What follows belongs to an exercise in optimizing a design on an open flow for small area; a production flow would make more cautious choices. Only simulation tests tie the RTL to the original design; equivalence was not proved. Power and IR drop assume default switching activity.

File: design/flow/design.v
module shunt_correlator (
    input  wire               clk,
    input  wire               rst,          
    input  wire               start,        
    input  wire        [3:0]  bin,          
    input  wire        [23:0] lead,         
    input  wire        [23:0] half,         
    input  wire               s_valid,
    input  wire signed [31:0] s_data,       
    output reg                done,
    output reg  signed [63:0] a_i,
    output reg  signed [63:0] a_q,
    output reg  signed [63:0] b_i,
    output reg  signed [63:0] b_q
);
    localparam [24:0] PH_MOD = 25'd20000000;
    reg [15:0] qsin [0:1024];
    initial $readmemh("qsin.hex", qsin);
    reg        running;
    reg [3:0]  k;
    reg [23:0] lead_r, half_r;
    reg [25:0] n;           
    reg [24:0] ph;          
    wire [25:0] end_a = {2'b00, lead_r} + {2'b00, half_r};
    wire [25:0] end_b = end_a + {2'b00, half_r};
    wire        in_a  = (n >= {2'b00, lead_r}) && (n < end_a);
    wire        in_b  = (n >= end_a) && (n < end_b);
    wire        last  = (n == end_b - 26'd1);
    wire [25:0] ph_step = {1'b0, ph} + (26'd1 << k);
    wire [24:0] ph_next = (ph_step >= {1'b0, PH_MOD}) ? 25'(ph_step - {1'b0, PH_MOD}) : ph_step[24:0];
    wire [36:0] ph_scaled = {12'd0, ph} * 37'd4096;
    wire [11:0] ang = 12'(ph_scaled / 37'd20000000);
    reg               v1, a1, l1;
    reg signed [31:0] x1;
    reg [11:0]        ang1;
    always @(posedge clk) begin
        if (rst) begin
            running <= 1'b0;
            k       <= 4'd0;
            lead_r  <= 24'd0;
            half_r  <= 24'd0;
            n       <= 26'd0;
            ph      <= 25'd0;
            v1      <= 1'b0;
            a1      <= 1'b0;
            l1      <= 1'b0;
            x1      <= 32'sd0;
            ang1    <= 12'd0;
        end else begin
            v1 <= 1'b0;
            if (start) begin
                running <= 1'b1;
                k       <= bin;
                lead_r  <= lead;
                half_r  <= half;
                n       <= 26'd0;
                ph      <= 25'd0;
            end else if (running && s_valid) begin
                n    <= n + 26'd1;
                ph   <= ph_next;
                v1   <= in_a || in_b;
                a1   <= in_a;
                l1   <= last;
                x1   <= s_data;
                ang1 <= ang;
                if (last)
                    running <= 1'b0;
            end
        end
    end
    function automatic signed [16:0] sin_of(input [11:0] a);
        reg [15:0] m;
        begin
            case (a[11:10])
                2'd0: m = qsin[{1'b0, a[9:0]}];
                2'd1: m = qsin[11'd1024 - {1'b0, a[9:0]}];
                2'd2: m = qsin[{1'b0, a[9:0]}];
                default: m = qsin[11'd1024 - {1'b0, a[9:0]}];
            endcase
            sin_of = a[11] ? -$signed({1'b0, m}) : $signed({1'b0, m});
        end
    endfunction
    wire signed [16:0] cos_v = sin_of(ang1 + 12'd1024);
    wire signed [16:0] sin_v = sin_of(ang1);
    wire signed [48:0] p_i   = x1 * cos_v;
    wire signed [48:0] p_q   = -(x1 * sin_v);
    reg               v2, a2, l2;
    reg signed [48:0] pi2, pq2;
    always @(posedge clk) begin
        if (rst) begin
            v2  <= 1'b0;
            a2  <= 1'b0;
            l2  <= 1'b0;
            pi2 <= 49'sd0;
            pq2 <= 49'sd0;
        end else begin
            v2 <= v1 && !start;    
            if (v1) begin
                a2  <= a1;
                l2  <= l1;
                pi2 <= p_i;
                pq2 <= p_q;
            end
        end
    end
    reg signed [63:0] acc_ai, acc_aq, acc_bi, acc_bq;
    always @(posedge clk) begin
        if (rst) begin
            acc_ai <= 64'sd0;
            acc_aq <= 64'sd0;
            acc_bi <= 64'sd0;
            acc_bq <= 64'sd0;
            a_i    <= 64'sd0;
            a_q    <= 64'sd0;
            b_i    <= 64'sd0;
            b_q    <= 64'sd0;
            done   <= 1'b0;
        end else begin
            done <= 1'b0;
            if (start) begin
                acc_ai <= 64'sd0;
                acc_aq <= 64'sd0;
                acc_bi <= 64'sd0;
                acc_bq <= 64'sd0;
            end else if (v2) begin
                if (a2) begin
                    acc_ai <= acc_ai + 64'(pi2);
                    acc_aq <= acc_aq + 64'(pq2);
                end else begin
                    acc_bi <= acc_bi + 64'(pi2);
                    acc_bq <= acc_bq + 64'(pq2);
                    if (l2) begin
                        a_i  <= acc_ai;
                        a_q  <= acc_aq;
                        b_i  <= acc_bi + 64'(pi2);
                        b_q  <= acc_bq + 64'(pq2);
                        done <= 1'b1;
                    end
                end
            end
        end
    end
endmodule
File: design/flow/qsin.hex
0000
0032
0065
0097
00c9
00fb
012e
0160
0192
01c4
01f7
0229
025b
028d
02c0
02f2
0324
0356
0389
03bb
03ed
041f
0452
0484
04b6
04e8
051b
054d
057f
05b1
05e3
0616
0648
067a
06ac
06de
0711
0743
0775
07a7
07d9
080b
083e
0870
08a2
08d4
0906
0938
096a
099d
09cf
0a01
0a33
0a65
0a97
0ac9
0afb
0b2d
0b5f
0b92
0bc4
0bf6
0c28
0c5a
0c8c
0cbe
0cf0
0d22
0d54
0d86
0db8
0dea
0e1c
0e4e
0e80
0eb1
0ee3
0f15
0f47
0f79
0fab
0fdd
100f
1041
1072
10a4
10d6
1108
113a
116c
119d
11cf
1201
1233
1264
1296
12c8
12fa
132b
135d
138f
13c0
13f2
1424
1455
1487
14b9
14ea
151c
154d
157f
15b0
15e2
1613
1645
1676
16a8
16d9
170b
173c
176e
179f
17d0
1802
1833
1865
1896
18c7
18f9
192a
195b
198c
19be
19ef
1a20
1a51
1a82
1ab4
1ae5
1b16
1b47
1b78
1ba9
1bda
1c0b
1c3c
1c6d
1c9e
1ccf
1d00
1d31
1d62
1d93
1dc4
1df5
1e26
1e57
1e87
1eb8
1ee9
1f1a
1f4a
1f7b
1fac
1fdd
200d
203e
206f
209f
20d0
2100
2131
2161
2192
21c2
21f3
2223
2254
2284
22b5
22e5
2315
2346
2376
23a6
23d7
2407
2437
2467
2497
24c8
24f8
2528
2558
2588
25b8
25e8
2618
2648
2678
26a8
26d8
2708
2737
2767
2797
27c7
27f7
2826
2856
2886
28b5
28e5
2915
2944
2974
29a3
29d3
2a02
2a32
2a61
2a91
2ac0
2af0
2b1f
2b4e
2b7d
2bad
2bdc
2c0b
2c3a
2c6a
2c99
2cc8
2cf7
2d26
2d55
2d84
2db3
2de2
2e11
2e40
2e6e
2e9d
2ecc
2efb
2f2a
2f58
2f87
2fb6
2fe4
3013
3041
3070
309e
30cd
30fb
312a
3158
3187
31b5
31e3
3211
3240
326e
329c
32ca
32f8
3326
3355
3383
33b1
33df
340c
343a
3468
3496
34c4
34f2
351f
354d
357b
35a8
35d6
3604
3631
365f
368c
36ba
36e7
3715
3742
376f
379c
37ca
37f7
3824
3851
387e
38ab
38d9
3906
3933
3960
398c
39b9
39e6
3a13
3a40
3a6c
3a99
3ac6
3af2
3b1f
3b4c
3b78
3ba5
3bd1
3bfe
3c2a
3c56
3c83
3caf
3cdb
3d07
3d33
3d60
3d8c
3db8
3de4
3e10
3e3c
3e68
3e93
3ebf
3eeb
3f17
3f43
3f6e
3f9a
3fc5
3ff1
401d
4048
4073
409f
40ca
40f6
4121
414c
4177
41a2
41ce
41f9
4224
424f
427a
42a5
42d0
42fa
4325
4350
437b
43a5
43d0
43fb
4425
4450
447a
44a5
44cf
44f9
4524
454e
4578
45a3
45cd
45f7
4621
464b
4675
469f
46c9
46f3
471c
4746
4770
479a
47c3
47ed
4816
4840
4869
4893
48bc
48e5
490f
4938
4961
498a
49b4
49dd
4a06
4a2f
4a58
4a80
4aa9
4ad2
4afb
4b24
4b4c
4b75
4b9d
4bc6
4bee
4c17
4c3f
4c68
4c90
4cb8
4ce0
4d09
4d31
4d59
4d81
4da9
4dd1
4df9
4e20
4e48
4e70
4e98
4ebf
4ee7
4f0e
4f36
4f5d
4f85
4fac
4fd4
4ffb
5022
5049
5070
5097
50be
50e5
510c
5133
515a
5181
51a8
51ce
51f5
521b
5242
5268
528f
52b5
52dc
5302
5328
534e
5374
539b
53c1
53e7
540c
5432
5458
547e
54a4
54c9
54ef
5515
553a
5560
5585
55aa
55d0
55f5
561a
563f
5664
568a
56af
56d3
56f8
571d
5742
5767
578b
57b0
57d5
57f9
581e
5842
5867
588b
58af
58d3
58f8
591c
5940
5964
5988
59ac
59cf
59f3
5a17
5a3b
5a5e
5a82
5aa5
5ac9
5aec
5b0f
5b33
5b56
5b79
5b9c
5bbf
5be2
5c05
5c28
5c4b
5c6e
5c91
5cb3
5cd6
5cf9
5d1b
5d3e
5d60
5d82
5da5
5dc7
5de9
5e0b
5e2d
5e4f
5e71
5e93
5eb5
5ed7
5ef8
5f1a
5f3c
5f5d
5f7f
5fa0
5fc2
5fe3
6004
6025
6047
6068
6089
60aa
60cb
60eb
610c
612d
614e
616e
618f
61af
61d0
61f0
6211
6231
6251
6271
6291
62b1
62d1
62f1
6311
6331
6351
6370
6390
63af
63cf
63ee
640e
642d
644c
646c
648b
64aa
64c9
64e8
6507
6525
6544
6563
6582
65a0
65bf
65dd
65fc
661a
6638
6656
6675
6693
66b1
66cf
66ed
670a
6728
6746
6764
6781
679f
67bc
67da
67f7
6814
6832
684f
686c
6889
68a6
68c3
68e0
68fc
6919
6936
6952
696f
698b
69a8
69c4
69e0
69fd
6a19
6a35
6a51
6a6d
6a89
6aa4
6ac0
6adc
6af8
6b13
6b2f
6b4a
6b65
6b81
6b9c
6bb7
6bd2
6bed
6c08
6c23
6c3e
6c59
6c74
6c8e
6ca9
6cc3
6cde
6cf8
6d13
6d2d
6d47
6d61
6d7b
6d95
6daf
6dc9
6de3
6dfd
6e16
6e30
6e4a
6e63
6e7c
6e96
6eaf
6ec8
6ee1
6efb
6f14
6f2c
6f45
6f5e
6f77
6f90
6fa8
6fc1
6fd9
6ff2
700a
7022
703a
7053
706b
7083
709b
70b2
70ca
70e2
70fa
7111
7129
7140
7158
716f
7186
719d
71b4
71cb
71e2
71f9
7210
7227
723e
7254
726b
7281
7298
72ae
72c4
72db
72f1
7307
731d
7333
7349
735e
7374
738a
739f
73b5
73ca
73e0
73f5
740a
7420
7435
744a
745f
7474
7488
749d
74b2
74c6
74db
74f0
7504
7518
752d
7541
7555
7569
757d
7591
75a5
75b8
75cc
75e0
75f3
7607
761a
762d
7641
7654
7667
767a
768d
76a0
76b3
76c6
76d8
76eb
76fe
7710
7722
7735
7747
7759
776b
777d
778f
77a1
77b3
77c5
77d7
77e8
77fa
780b
781d
782e
783f
7850
7862
7873
7884
7894
78a5
78b6
78c7
78d7
78e8
78f8
7909
7919
7929
7939
794a
795a
796a
7979
7989
7999
79a9
79b8
79c8
79d7
79e6
79f6
7a05
7a14
7a23
7a32
7a41
7a50
7a5f
7a6d
7a7c
7a8b
7a99
7aa8
7ab6
7ac4
7ad2
7ae0
7aee
7afc
7b0a
7b18
7b26
7b33
7b41
7b4f
7b5c
7b69
7b77
7b84
7b91
7b9e
7bab
7bb8
7bc5
7bd2
7bde
7beb
7bf8
7c04
7c10
7c1d
7c29
7c35
7c41
7c4d
7c59
7c65
7c71
7c7d
7c88
7c94
7c9f
7cab
7cb6
7cc1
7ccd
7cd8
7ce3
7cee
7cf9
7d04
7d0e
7d19
7d24
7d2e
7d39
7d43
7d4d
7d57
7d62
7d6c
7d76
7d80
7d89
7d93
7d9d
7da6
7db0
7db9
7dc3
7dcc
7dd5
7ddf
7de8
7df1
7dfa
7e02
7e0b
7e14
7e1d
7e25
7e2e
7e36
7e3e
7e47
7e4f
7e57
7e5f
7e67
7e6f
7e77
7e7e
7e86
7e8d
7e95
7e9c
7ea4
7eab
7eb2
7eb9
7ec0
7ec7
7ece
7ed5
7edc
7ee2
7ee9
7eef
7ef6
7efc
7f02
7f09
7f0f
7f15
7f1b
7f21
7f26
7f2c
7f32
7f37
7f3d
7f42
7f48
7f4d
7f52
7f57
7f5c
7f61
7f66
7f6b
7f70
7f74
7f79
7f7d
7f82
7f86
7f8a
7f8f
7f93
7f97
7f9b
7f9f
7fa2
7fa6
7faa
7fad
7fb1
7fb4
7fb8
7fbb
7fbe
7fc1
7fc4
7fc7
7fca
7fcd
7fd0
7fd2
7fd5
7fd8
7fda
7fdc
7fdf
7fe1
7fe3
7fe5
7fe7
7fe9
7feb
7fec
7fee
7ff0
7ff1
7ff3
7ff4
7ff5
7ff6
7ff7
7ff8
7ff9
7ffa
7ffb
7ffc
7ffd
7ffd
7ffe
7ffe
7ffe
7fff
7fff
7fff
7fff
File: design/flow/run.sh
#!/bin/bash
# synth_recipe.tcl (not shown) runs the flow's synth.tcl, then flattens the netlist and writes it again
# the make line also repeats each setting of config.mk as NAME=value (left out here)
make -C /OpenROAD-flow-scripts/flow DESIGN_CONFIG=/design/flow/config.mk WORK_HOME=/design/flow/orfs CLKGATE_MAP_FILE= SYNTH_SCRIPT=/design/flow/synth_recipe.tcl finish
File: design/flow/config.mk
export PLATFORM = sky130hd
export DESIGN_NAME = shunt_correlator
export DESIGN_NICKNAME = shunt_correlator
export VERILOG_FILES = /design/flow/design.v
export SDC_FILE = /design/flow/constraint.sdc
export NUM_CORES = 4
export LEC_CHECK = 0
export CAP_MARGIN = 20
export CORE_MARGIN = 2
export CORE_UTILIZATION = 40
export PLACE_DENSITY = 0.6
export SLEW_MARGIN = 20
export SYNTH_MEMORY_MAX_BITS = 32768
File: design/flow/constraint.sdc
create_clock -name core_clock -period 100.0 [get_ports {clk}]
set_input_delay 20.0000 -clock core_clock [delete_from_list [all_inputs] [get_ports {clk}]]
set_output_delay 20.0000 -clock core_clock [all_outputs]
set_load 0.01 [all_outputs]
==> flow_metrics.tcl, run 1 <==
set metrics [dict create \
    outcome "no timing/DRC/antenna violations" \
    hold_start "acc_ai[2]" \
    final_cells 20164 \
    dp_hpwl_mm 420 \
    drt_iter0_drc 16066 \
    grt_pass1_wl_mm 846 \
    yosysMostFrequentCell "nand2_1" \
    cp-end-kind "flop" \
    path_buf_inv 6 \
    cp_data_required_time_ns 100.71 \
    startpoint_type "input port" \
    htree_levels 3 \
    max_freq_mhz 38.1 \
    initial_core_util 0.402 \
    async_flop_share 0 \
    cp_max_fo 42 \
    whs_ns 0.431 \
    overflow 0 \
    crit_top_cell "buf_4" \
    clock_latency_ns 0.88 \
    p_per_area_nw_per_um2 8.22 \
    yosys-top-cells-area "fa_1, dfxtp_1, nand2_1" \
    cts_resized 0 \
    syn_inst 16533 \
    grt_max_degree 163 \
    drc 0 \
    p_total_uw 1070 \
    register_area_um2 15600 \
    synthToLayoutAreaGrowth_pct 8.99 \
    period_share 0.262 \
    setup_viol 0 \
    hold_path_depth 2 \
    synthFlopType "dfxtp_1" \
    grt_pass1_vias 121128 \
    cts_setup_buffers 0 \
    ir_drop_mv 0.0130 \
    maxSlewHeadroom 0.118 \
    vias 126959 \
    netlist.area_leader.share 0.175 \
    fin_area_um2 130000 \
    syn_avg_cell_area_um2 7.23 \
    fillerInstances 30864 \
    root_buffer "clkbuf_16" \
    skew_ns 0.111 \
    die_w_um 551 \
    drive_gt1_frac 0.0571 \
    placed_area_um2 127000 \
    crit_path_top_delay_cell "a2111oi_0" \
    r2r-start "ph[16]" \
    reg2reg_slack_ns 73.85 \
    tns_ns 0 \
    rsz0062_at_grt "false" \
    final_net_count 18023 \
    worst_pin_slew_ns 1.31 \
    antenna_left 0 \
    drv_cap 0 \
    crit_chain "clkdlybuf4s50_1, nand2_1, buf_4, nor2_4, buf_4, nand3_1, a31oi_1, o31ai_1, a2111o_1, o21ai_4, buf_4, inv_4, ha_1, buf_4, nand2_1, o21ai_0, nand2_1, o21ai_0, a2111oi_0, o311ai_0, o32ai_1, a32oi_1" \
    r2r_cells 71 \
    antenna_found_initial 40 \
    synth_edf_count 0 \
    fin_crit_ns 26.24 \
    leakagePower_uw 0.0531 \
    multi_input_area_um2 94800 \
    gp_congestion 1.08 \
    ctsHoldBuffers 0 \
    dp_cells 19968 \
    worstSetupPathType "in2reg" \
    ys_seq_area_frac 0.131 \
    ioPinCount 345 \
    viasPerCell 6.30 \
    ys_ff_latch 780 \
    routedWlPerCell_um 28.7 \
    num_rows 200 \
    critical-path-max-stage-delay_ns 0.84 \
    cts_buffer_depth 4 \
    cp.arrival_ns 26.95 \
    yosysWarnings 1 \
    cp_top_family "compound AO/OA/AOI/OAI gates" \
    wl_mm 579 \
    yosysUniqueCellTypes 129 \
    die_area_um2 303000 \
    synth_commonest_cells "nand2_1, a21oi_1, nor2_1" \
    slew_violations 0 \
    grt.total_usage 0.372 \
    core_area_um2 297000 \
    die_y_um 551 \
    firstDrtPassIters 11 \
    synth_area_um2 120000 \
    synth_top_cell_by_area "fa_1" \
    cts.clk_slew.worst_paths_ns 0.07 \
    hold_path_class "reg2reg" \
    place.port_buffers 344 \
    numCtsBuffers 100 \
    clkSinkCount 780 \
    hold_viol 0 \
    hold_end "a_i[2]" \
    syn-num-nets 18424 \
    cts_tree "done" \
]
## how the worst max path moves through the flow
| stage | to | cells after the start | slack [ns] | startpoint |
|---|---|---|---|---|
| after floorplan | flop | 21 | 76.04 | s_valid |
| after global placement | flop | 22 | 73.32 | s_valid |
| after detailed placement | flop | 22 | 73.36 | s_valid |
| after CTS | flop | 23 | 74.28 | s_valid |
| after global routing | flop | 72 | 72.63 | ph[16] |
| final | flop | 22 | 73.76 | s_valid |
## flip-flops by register name, indices dropped and copies added, names as in the netlist, 25 cells and up, named ones only
register  count
a_i          64
a_q          64
acc_ai       64
acc_aq       64
acc_bi       64
acc_bq       64
b_i          64
b_q          64
n            26
ph           25
pi2          49
pq2          49
x1           32
## layer usage
metal / wire [um] / global-route usage
met1: 241000 / 0.502
met2: 240000 / 0.544
met4: 36300 / 0.194
met5: 139 / 0
met3: 62100 / 0.0935
## cell usage in the layout (no fill, tap or decap), drive strengths merged, types with 98 or more instances in the layout
cell type	n
nand2	2551
a21oi	1708
nor2	1410
inv	1271
o21ai	1088
fa	1047
dfxtp	780
ha	756
and2	493
xnor2	430
buf	414
nor3	391
clkdlybuf4s50	342
nand3	263
o211ai	212
a31oi	195
a211oi	194
mux2i	169
nor2b	155
xor2	145
clkbuf	129
a311oi	124
o311ai	115
o21a	105
a21o	104
a21boi	101
o21bai	100
a221oi	99
o22ai	98
## cell type report
type | count | area share
timing repair buffer | 756 | 0.0513
clock buffer | 129 | 0.0211
multi-input combinational | 13222 | 0.727
tap | 3939 | 0.0378
antenna | 15 | 0.000288
clock inverter | 51 | 0.00524
inverter | 1272 | 0.0368
sequential | 780 | 0.120
## per-stage QoR
step	util	worst slack, ns
detailed placement	0.427	73.36
CTS	0.438	74.28
global route	0.439	72.63
global placement	0.427	73.32
finish	0.439	73.76
floorplan	-	76.04
## power by group
part | total (uW) | switching [uW] | internal, uW
registers | 316 | 3.48 | 313
clock network | 393 | 163 | 231
logic | 362 | 239 | 123
total | 1070 | 405 | 666
## logic make-up after synthesis
family / after synthesis / share of synthesized area
mux: 202 / 0.0190
xor+xnor: 576 / 0.0426
simple gates: 5783 / 0.215
buf+inv: 2531 / 0.0822
compound gates: 4856 / 0.256
flops: 780 / 0.131
fa+ha+maj: 1805 / 0.255
## tightest hold or removal path, delay by kind of cell (launching register included)
kind | cells | cell delay [ns]
AND/OR/NAND/NOR | 1 | 0.07
flip-flops | 1 | 0.33
AO/OA/AOI/OAI | 1 | 0.05
==> run 2, diff against run 1 <==
==> design/flow/design.v (replaced) <==
module shunt_correlator (
    input  wire               clk,
    input  wire               rst,          
    input  wire               start,        
    input  wire        [3:0]  bin,          
    input  wire        [23:0] lead,         
    input  wire        [23:0] half,         
    input  wire               s_valid,
    input  wire signed [31:0] s_data,       
    output reg                done,
    output wire signed [63:0] a_i,
    output wire signed [63:0] a_q,
    output wire signed [63:0] b_i,
    output wire signed [63:0] b_q
);
    localparam integer AW = 61;    
    reg [15:0] qsin [0:1024];
    initial $readmemh("qsin.hex", qsin);
    localparam [1:0] R_LEAD = 2'd0, R_A = 2'd1, R_B = 2'd2;
    reg        running;
    reg [1:0]  rg;          
    reg [23:0] cnt;         
    reg [23:0] half_r;
    reg [3:0]  k;
    reg [11:0] j;           
    reg [16:0] u;           
    reg [3:0]  step;        
    reg        m_acc, m_first, m_bfirst, m_last;
    wire take = running && s_valid && !start;
    wire cnt_z   = (cnt == 24'd0);
    wire adv     = cnt_z && (rg != R_B);
    wire [1:0]  rg_n  = adv ? rg + 2'd1 : rg;
    wire [23:0] cnt_n = (adv ? half_r : cnt) - 24'd1;
    wire        last  = (rg_n == R_B) && (cnt_n == 24'd0);
    reg [2:0]  sj;
    reg [16:0] su;
    always @(*) begin
        case (k)
            4'd13: begin sj = 3'd1; su = 17'd52947; end
            4'd14: begin sj = 3'd3; su = 17'd27769; end
            4'd15: begin sj = 3'd6; su = 17'd55538; end
            default: begin sj = 3'd0; su = 17'd16 << k; end
        endcase
    end
    wire [17:0] u_s   = {1'b0, u} + {1'b0, su};
    wire [17:0] u_w   = u_s - 18'd78125;
    wire        wrap  = !u_w[17];
    wire [16:0] u_n   = wrap ? u_w[16:0] : u_s[16:0];
    wire [11:0] j_n   = j + {9'd0, sj} + {11'd0, wrap};
    always @(posedge clk) begin
        if (rst) begin
            running <= 1'b0;
            step    <= 4'd0;
        end else if (start) begin
            running <= 1'b1;
            step    <= 4'd0;
        end else begin
            if (take) begin
                step <= 4'd1;
                if (last) running <= 1'b0;
            end else if (step != 4'd0) begin
                step <= (step == 4'd8) ? 4'd0 : step + 4'd1;
            end
        end
    end
    always @(posedge clk) begin
        if (start) begin
            k      <= bin;
            half_r <= half;
            cnt    <= lead;
            rg     <= R_LEAD;
            j      <= 12'd0;
            u      <= 17'd0;
        end else begin
            if (take) begin
                rg       <= rg_n;
                cnt      <= cnt_n;
                m_acc    <= (rg_n != R_LEAD);
                m_first  <= adv;
                m_bfirst <= adv && (rg == R_A);
                m_last   <= last;
            end
            if (step == 4'd8) begin
                j <= j_n;
                u <= u_n;
            end
        end
    end
    wire        busy   = (step != 4'd0);
    wire [1:0]  q      = j[11:10];
    wire [9:0]  r      = j[9:0];
    wire        refl   = busy ? q[0] : !q[0];
    wire [10:0] t_addr = refl ? (11'd1024 - {1'b0, r}) : {1'b0, r};
    wire [14:0] t_val  = qsin[t_addr][14:0];
    wire        s_neg  = q[1];
    wire        c_neg  = q[1] ^ q[0];
    reg  [14:0] c_mag;
    reg         c_sgn;
    reg  [35:0] xs;         
    always @(posedge clk) begin
        if (take) begin
            c_mag <= t_val;
            c_sgn <= c_neg;
            xs    <= {{4{s_data[31]}}, s_data};
        end else begin
            xs    <= {xs[33:0], 2'b00};
        end
    end
    wire [2:0] di = step[2:0] - 3'd1;
    wire [16:0] c_ext = {1'b0, c_mag, 1'b0};
    wire [16:0] s_ext = {1'b0, t_val, 1'b0};
    wire [2:0] c_dig = c_ext[{di, 1'b0} +: 3];
    wire [2:0] s_dig = s_ext[{di, 1'b0} +: 3];
    function automatic [AW:0] pp_of(input [2:0] d, input fneg, input [35:0] x);
        reg one, two, neg;
        reg [36:0] mag;
        begin
            one = d[0] ^ d[1];
            two = (d == 3'b011) || (d == 3'b100);
            neg = (d[2] ^ fneg) && (one || two);
            mag = two ? {x, 1'b0} : (one ? {x[35], x} : 37'd0);
            pp_of = {{(AW-37){mag[36] ^ neg}}, mag ^ {37{neg}}, neg & (one | two)};
        end
    endfunction
    wire [AW:0] pp_i = pp_of(c_dig, c_sgn, xs);
    wire [AW:0] pp_q = pp_of(s_dig, !s_neg, xs);     
    reg [AW-1:0] ci, cq, ai, aq;
    wire         gate = m_first && (step == 4'd1);
    wire [AW-1:0] sum_i = (gate ? {AW{1'b0}} : ci) + pp_i[AW:1] + {{(AW-1){1'b0}}, pp_i[0]};
    wire [AW-1:0] sum_q = (gate ? {AW{1'b0}} : cq) + pp_q[AW:1] + {{(AW-1){1'b0}}, pp_q[0]};
    always @(posedge clk) begin
        if (busy && m_acc) begin
            ci <= sum_i;
            cq <= sum_q;
        end
        if (m_bfirst && step == 4'd1) begin
            ai <= ci;
            aq <= cq;
        end
    end
    always @(posedge clk) begin
        if (rst) done <= 1'b0;
        else     done <= (step == 4'd8) && m_last && !start;
    end
    assign a_i = {{(64-AW){ai[AW-1]}}, ai};
    assign a_q = {{(64-AW){aq[AW-1]}}, aq};
    assign b_i = {{(64-AW){ci[AW-1]}}, ci};
    assign b_q = {{(64-AW){cq[AW-1]}}, cq};
endmodule
--- a/design/flow/config.mk
+++ b/design/flow/config.mk
@@ -7,2 +7,3 @@
 export LEC_CHECK = 0
+export ABC_AREA = 1
 export CAP_MARGIN = 20
==> run 2 against run 1 <==
Compared with the run above: clock skew decreased by 0.069 ns; sequential power decreased by 34%; synthesized cell count decreased by 69%; area after synthesis decreased by 71%; non-clock buffer count decreased by 356; register-to-register slack improved by 13 ns; highest routed layer unchanged; final cell count decreased by 67%; global-route usage decreased by 2.3 points.
==> flow_metrics.tcl, run 2 <==
set metrics [dict create \
    outcome "no timing/DRC/antenna violations" \
    cp.arrival_ns 1.70 \
    hold_start "ci[49]" \
    cp_max_fo 6 \
    r2r_end "cq[44]" \
    cts_tree "done" \
    startpoint_type "flop" \
    clkPwrFrac 0.239 \
    ioPinCount 345 \
    layout_common_cells "nand2_1, inv_1, nor2_1" \
    path_buf_inv 1 \
    antenna_left 0 \
    vias 37552 \
    drive_gt1_frac 0.0410 \
    gp_congestion 1.05 \
    yosysMostFrequentCell "nand2_1" \
    drv_cap 0 \
    critical-path-max-stage-delay_ns 0.60 \
    yosysUniqueCellTypes 64 \
    reg2reg_slack_ns 86.49 \
    maxSlewHeadroom 0.236 \
    place.port_buffers 344 \
    worstSetupPathType "reg2out" \
    numCtsBuffers 46 \
    htree_levels 2 \
    die_area_um2 88200 \
    synth_top_cell_by_area "edfxtp_1" \
    final_common_cell "nand2_1" \
    yosysWarnings 1 \
    hold_path_depth 0 \
    initial_core_util 0.403 \
    die_w_um 297 \
    hold_end "ai[49]" \
    synth_area_um2 34300 \
    syn-num-nets 5398 \
    worst_pin_slew_ns 1.14 \
    final_net_count 5645 \
    skew_ns 0.0414 \
    cts_buffer_depth 3 \
    root_buffer "clkbuf_16" \
    hold_viol 0 \
    overflow 0 \
    cts_setup_buffers 0 \
    yosys-top-cells-area "edfxtp_1, nand2_1, inv_1" \
    p_comb_frac 0.483 \
    wl_mm 160 \
    drt_iter0_drc 4390 \
    clock_latency_ns 0.61 \
    leakagePower_uw 0.0184 \
    cp-end-kind "output pin" \
    synthFlopType "edfxtp_1" \
    r2r-start "step[0]" \
    fin_area_um2 40400 \
    syn_inst 5131 \
    core_area_um2 85100 \
    rsz0062_at_grt "false" \
    fin_crit_ns 21.70 \
    grt_pass1_vias 35642 \
    antenna_found_initial 4 \
    power_frac_seq 0.278 \
    async_flop_share 0 \
    cts.clk_slew.worst_paths_ns 0.06 \
    dp_hpwl_mm 118 \
    clkSinkCount 389 \
    ys_ff_latch 389 \
    grt_pass1_wl_mm 234 \
    hold_path_class "reg2reg" \
    ir_drop_mv 0.0142 \
    cp_data_required_time_ns 80.00 \
    synthToLayoutAreaGrowth_pct 17.6 \
    viasPerCell 5.72 \
    max_freq_mhz 46.1 \
    period_share 0.217 \
    cts_resized 0 \
    num_rows 107 \
    grt_max_degree 91 \
    placed_area_um2 38700 \
    crit_chain "clkdlybuf4s50_1" \
    slew_violations 0 \
    whs_ns 0.471 \
    p_per_area_nw_per_um2 18.5 \
    ys_seq_area_frac 0.319 \
    die_y_um 297 \
    crit_path_top_delay_cell "clkdlybuf4s50_1" \
    synth_commonest_cells "nand2_1, inv_1, nor2_1" \
    netlist.area_leader.share 0.276 \
    syn_avg_cell_area_um2 6.69 \
    switchingPower_uw 316 \
    p_sw_frac 0.423 \
    tns_ns 0 \
    p_int_uw 432 \
    grt.total_usage 0.349 \
    routedWlPerCell_um 24.3 \
    ctsHoldBuffers 0 \
    r2r_cells 50 \
    firstDrtPassIters 6 \
    drc 0 \
    setup_viol 0 \
    synth_edf_count 316 \
    cp_top_family "buffers and inverters" \
]
run 2: changes by cell type after synthesis, moves of 340 or more:
| cell | delta |
|---|---|
| nor2_1 | -1003 |
| inv_1 | -668 |
| o21ai_0 | -716 |
| xnor2_1 | -366 |
| fa_1 | -1040 |
| ha_1 | -584 |
| and2_1 | -484 |
| dfxtp_1 | -707 |
| clkbuf_1 | -867 |
| nor3_1 | -340 |
| nand2_1 | -844 |
| a21oi_1 | -1329 |
run 2: final cells by class:
type / count / area, um2
Fill cell: 9019 / 44800
Timing Repair Buffer: 400 / 3870
Inverter: 608 / 2280
Tap cell: 1144 / 1430
Clock inverter: 31 / 405
Multi-Input combinational cell: 3933 / 20200
Clock buffer: 54 / 1190
Sequential cell: 389 / 11000
Antenna cell: 1 / 2.50
run 2: cells by family after synthesis:
| group | count (synthesis) | share of synthesized area |
|---|---|---|
| compound gates | 953 | 0.159 |
| xor+xnor | 196 | 0.0500 |
| fa+ha+maj | 179 | 0.0668 |
| buf+inv | 809 | 0.0947 |
| flops | 389 | 0.319 |
| simple gates | 2605 | 0.310 |
run 2: routing by layer:
| metal | part of all wire | vias up | GRT usage |
|---|---|---|---|
| met5 | 0.000094 | - | 0 |
| met4 | 0.070 | 4 | 0.206 |
| met3 | 0.092 | 562 | 0.0748 |
| met2 | 0.43 | 2056 | 0.543 |
| met1 | 0.40 | 17413 | 0.445 |
| li1 | - | 17517 | - |
run 2: worst reg2reg max path, delay by kind of cell (launching register included):
family,cells,cell delay [ns]
AOI/OAI and AO/OA,14,3.77
xor gates and xnor gates,1,0.14
adders and majority gates,5,1.60
buffers and inverters,6,2.19
DFF,1,0.84
and+or+nand+nor,24,4.72
run 2: how the worst max path moves through the flow:
stage          slack [ns]       end  cells past startpoint  startpoint
2_1_floorplan       78.18  c_mag[0]                      4       start
3_3_place_gp        78.02    cnt[0]                      3       start
3_5_place_dp        78.02    cnt[0]                      3       start
4_1_cts             78.26   b_q[62]                      1      cq[60]
5_1_grt             78.24   b_q[62]                      1      cq[60]
6_report            78.30   b_q[62]                      1      cq[60]
run 2: power groups by stage:
stage               logic (uW)  clock network [uW]  registers (uW)
floorplan                  256                   0             210
global placement           353                   0             212
finish                     361                 179             208
CTS                        357                 183             208
detailed placement         354                   0             212
global route               402                 189             209
run 2: stage by stage:
| stage | utilization | setup slack (ns) | std cells | power [uW] |
|---|---|---|---|---|
| 2_1_floorplan | - | 78.18 | 5131 | 466 |
| 3_3_place_gp | 0.455 | 78.02 | 6473 | 565 |
| 3_5_place_dp | 0.455 | 78.02 | 6473 | 566 |
| 4_1_cts | 0.474 | 78.26 | 6558 | 748 |
| 5_1_grt | 0.474 | 78.24 | 6559 | 800 |
| 6_report | 0.474 | 78.30 | 6560 | 749 |

[static timing again, ports no longer ideal]
How much do the figures lean on ideal ports? The routed layouts below were timed once more, with nothing changed but the port constraints.
Step 1 assumes that a clkbuf_16 drives the clock port and a buf_2 every other input.
Step 2 moves the port delays by t, midway between the first and last clock arrival at a register: inputs arrive t later, outputs are due t later. That takes back most of the time a late clock gives input paths.
Slacks: ideal ports / drivers / drivers and shift; pairs: ideal ports / drivers.
| run | shift t [ns] | slack for setup (ns) | worst hold slack (ns) | worst setup path after step 2 | worst slew at a driven data input, ns |
|---|---|---|---|---|---|
| run 1 | 0.937 | 73.759 / 73.840 / 72.903 | 0.431 / 0.431 / 0.431 | input to register | 0.10 |
| run 2 | 0.653 | 78.298 / 78.230 / 77.995 | 0.471 / 0.471 / 0.471 | input to register | 0.10 |
After both steps setup and hold are still met in every run listed. For run 1, which loses most, drivers alone change the setup slack by +0.081 ns; drivers and shift together by -0.856 ns.
